From an optimization exercise on the open Yosys and OpenROAD flow, aimed at small area, a short achievable clock period and few clock cycles; shortcuts taken in it are not production practice.
Only simulation tests tie the RTL to the original design; equivalence was not proved.
No activity file was given, so power comes from the tool's default toggle rates.

==> inputs of xenon <==
==> flow/design.v (excerpt) <==
module bale_decoder (
    input  wire        clk,
    input  wire        rst,
    input  wire        in_valid,
    output wire        in_ready,
    input  wire [7:0]  in_data,
    input  wire        in_last,
    output reg         out_valid,
    input  wire        out_ready,
    output reg  [7:0]  out_data,
    output reg         done,
    output reg         bad,
    output reg         crc_fail,
    output wire [31:0] label
);
clock: 9.0 ns
lec_check: 0
cap_margin: 20
core_margin: 2
core_utilization: 40
cts_buf_list: sky130_fd_sc_hd__clkbuf_8
slew_margin: 20
tns_end_percent: 0
standard.sh (not shown) runs the stock make flow with config.mk's settings and CLKGATE_MAP_FILE= SYNTH_SCRIPT=/design/flow/synth_recipe.tcl, a recipe that flattens the netlist after the stock synthesis.
==> flow/flow/run.sh <==
#!/bin/bash
# The standard layout (standard.sh: standard synthesis through finish),
# with the port buffers that placement inserts on every input and output
# made plain sky130 buf_2 cells instead of the slower delay-buffer cell the
# resizer picks by default, and the setup repair aimed 6 ns above the
# clock period's slack. Make's full output goes to standard.log here; each
# ORFS step also keeps its own log under orfs/logs.
set -euo pipefail
export BUFFER_PORTS_ARGS="-buffer_cell sky130_fd_sc_hd__buf_2"
export SETUP_SLACK_MARGIN=6
bash standard.sh > standard.log 2>&1
==> inputs of raven, as changes to xenon <==
--- a/flow/design.v
+++ b/flow/design.v
@@ -111,22 +111,11 @@
     wire [17:0] dlo   = ib[17:0] & dmask;
     wire        dsign = ib[dw];
     wire [17:0] dxn   = dsign ? (dlo | ~dmask) : dlo;
     wire [17:0] field = hist[17:0] + dx;
     wire [24:0] ib_sh   = (ib >> dw) >> 1;
-    wire dload = ((ibcnt[4] == 1'b0) || (ibcnt[3:1] == 3'd0)) &&    
-                 (ib1[5] || (ib2[6] && !flast));
     reg accept;
-    always @(*) begin
-        case (1'b1)
-            st[S_HDR], st[S_TAG], st[S_EXT0], st[S_EXT1], st[S_PAD], st[S_DISC]: accept = 1'b1;
-            st[S_DATA]:  accept = p_le4 && !dxv;
-            st[S_DELTA]: accept = dload;
-            st[S_TRL]:   accept = p_z && !dxv && !out_valid;
-            default: accept = 1'b0;
-        endcase
-    end
     assign in_ready = accept;
     wire fire = in_valid && accept;
     wire last = fire && in_last;
     wire bz   = (brem == 17'd0);
     wire size_bad = ({1'b0, brem} > ({1'b0, crem | 17'd3} + 18'd1));
@@ -225,10 +214,40 @@
     wire [9:0] st_n  = abort ? (last ? H_FIN : H_DISC) : (fin_ok ? H_HDR : nstate);
     wire       dxv_n = !live ? 1'b0 : (fcomp ? 1'b1 : (fadd ? 1'b0 : dxv));
     wire       ld    = fire && st[S_DELTA];
     wire [5:0] c1    = fcomp ? ib2[5:0] : ib1;
     wire [5:0] ib1_n = st[S_EXT1] ? {1'b1, ~dw} : (ld ? c1 + 6'd8 : c1);
+    wire [4:0] cs    = fcomp ? ib1[4:0] : ibcnt;
+    wire [6:0] c2    = fcomp ? ib2 + {2'b11, ~dw} : ib2;
+    wire [4:0] ibcnt_n = st[S_EXT1] ? 5'd0 : (ld ? cs + 5'd8 : cs);
+    wire [6:0] ib2_n   = st[S_EXT1] ? {1'b1, ~dw, 1'b0} : (ld ? c2 + 7'd8 : c2);
+    wire [1:0] fidx_n  = st[S_EXT1] ? 2'd0 : (fcomp ? fidx + 2'd1 : fidx);
+    reg        tz_n;
+    always @(*) begin
+        tz_n = tz;
+        if (st[S_TAG] && fire)       tz_n = (in_data[5:0] == 6'd0);
+        else if (st[S_EXT0] && fire) tz_n = (in_data == 8'd0);
+        else if (st[S_EXT1] && fire) tz_n = (in_data == 8'd0) && (trem[7:0] == 8'd0);
+        else if (st[S_DATA] && fire) tz_n = !tz && (trem == 16'd1);
+        else if (fcomp && fidx == 2'd3) tz_n = (trem == 16'd1);
+    end
+    wire flast_n = tz_n && (fidx_n == 2'd3);
+    wire dload_n = ((ibcnt_n[4] == 1'b0) || (ibcnt_n[3:1] == 3'd0)) &&    
+                   (ib1_n[5] || (ib2_n[6] && !flast_n));
+    wire ovalid_n = xfer || (out_valid && !out_ready);
+    wire p_le4_n  = (pend_n <= 5'd4);
+    wire p_z_n    = (pend_n == 5'd0);
+    reg  accept_n;
+    always @(*) begin
+        case (1'b1)
+            st_n[S_HDR], st_n[S_TAG], st_n[S_EXT0], st_n[S_EXT1], st_n[S_PAD], st_n[S_DISC]: accept_n = 1'b1;
+            st_n[S_DATA]:  accept_n = p_le4_n && !dxv_n;
+            st_n[S_DELTA]: accept_n = dload_n;
+            st_n[S_TRL]:   accept_n = p_z_n && !dxv_n && !ovalid_n;
+            default: accept_n = 1'b0;
+        endcase
+    end
     always @(posedge clk) begin
         if (rst) begin
             st        <= H_HDR;
             hcnt      <= 4'd0;
             pend      <= 5'd0;
@@ -240,18 +259,20 @@
             dchk      <= 1'b0;
             dfault_q  <= 1'b0;
             vpend     <= 1'b0;
             dxv       <= 1'b0;
             fcomp     <= 1'b0;
+            accept    <= 1'b1;
         end else begin
             dxv   <= dxv_n;
             st    <= st_n;
             fcomp <= st_n[S_DELTA] && !ib1_n[5] && (!dxv_n || (pend_n <= 5'd7));
             pend  <= pend_n;
-            p_le4 <= (pend_n <= 5'd4);
-            p_z   <= (pend_n == 5'd0);
-            out_valid <= xfer || (out_valid && !out_ready);
+            p_le4 <= p_le4_n;
+            p_z   <= p_z_n;
+            accept <= accept_n;
+            out_valid <= ovalid_n;
             if (last || (st[S_FIN]))
                 hcnt <= 4'd0;
             else if (fire)
                 hcnt <= hcnt + 4'd1;
             vpend <= fin_ok;
@@ -348,24 +369,20 @@
             end
         end
         if (st[S_EXT1]) begin
             fidx  <= 2'd0;
             ib    <= 25'd0;
-            ibcnt <= 5'd0;
+            ibcnt <= ibcnt_n;
             ib1   <= ib1_n;                   
-            ib2   <= {1'b1, ~dw, 1'b0};       
+            ib2   <= ib2_n;                   
         end else begin : ibupd
             reg [24:0] is;
-            reg [4:0]  cs;
-            reg [6:0]  c2;
             reg [24:0] ibn;
             is  = fcomp ? ib_sh : ib;
-            cs  = fcomp ? ib1[4:0] : ibcnt;
-            c2  = fcomp ? ib2 + {2'b11, ~dw} : ib2;
             ibn = ld ? (is | ({17'd0, in_data} << cs)) : is;
             ib    <= ibn;
-            ibcnt <= ld ? cs + 5'd8 : cs;
+            ibcnt <= ibcnt_n;
             ib1   <= ib1_n;
-            ib2   <= ld ? c2 + 7'd8 : c2;
+            ib2   <= ib2_n;
         end
     end
 endmodule
- CORE_UTILIZATION: 40 -> 50
- CTS_BUF_LIST: sky130_fd_sc_hd__clkbuf_8 -> sky130_fd_sc_hd__clkbuf_16
- CTS_CLUSTER_DIAMETER: default -> 80
- CTS_CLUSTER_SIZE: default -> 24
==> qor summary <==
Number of vias after detailed routing: xenon 15163; raven 15010
Final weighted congestion in routability-driven placement: xenon 0.915; raven 0.920
Row count: xenon 75; raven 68
Number of non-clock buffers in the layout: xenon 80; raven 105
Total of clock buffers placed in the layout: xenon 62; raven 19
Worst-path clk slew: xenon 0.06 ns; raven 0.09 ns
Post-synthesis net count: xenon 2003; raven 2009
Run status: xenon finished clean; raven finished clean
Reg-to-reg endpoint: xenon fcomp; raven accept
Storage element area: xenon 0.00674 mm2; raven 0.00671 mm2
Largest net degree at the start of global routing: xenon 73; raven 81
Switching pwr: xenon 1.66 mW; raven 1.88 mW
Startpoint Class: xenon flip-flop; raven input pin
Testbench counts of xenon, summed over its fixed seeds: cycles 122,630.
Testbench counts of raven, summed over its fixed seeds: cycles 122,630.

re-timing with driven ports:
Ports are ideal in the flow. The routed layouts listed here were re-timed in OpenROAD. Step 1, drivers: a clkbuf_16 drives clk and a buf_2 each remaining input, both assumed. Step 2 moves the port delays by t, midway between the first and last clock arrival at a register: inputs arrive t later, outputs are due t later. That takes back most of the time a late clock gives input paths. a / b / c = ideal ports / drivers / drivers and shift; a / b = the first two.
run	t, ns	setup WS [ns]	latest minus earliest clock arrival (ns)
xenon	0.690	5.080 / 5.027 / 4.527	0.062 / 0.061
raven	0.577	5.665 / 5.649 / 5.092	0.018 / 0.018
After both steps every run listed still meets setup and hold. For raven, which loses most, drivers alone change the setup slack by -0.016 ns; drivers and shift together by -0.573 ns.
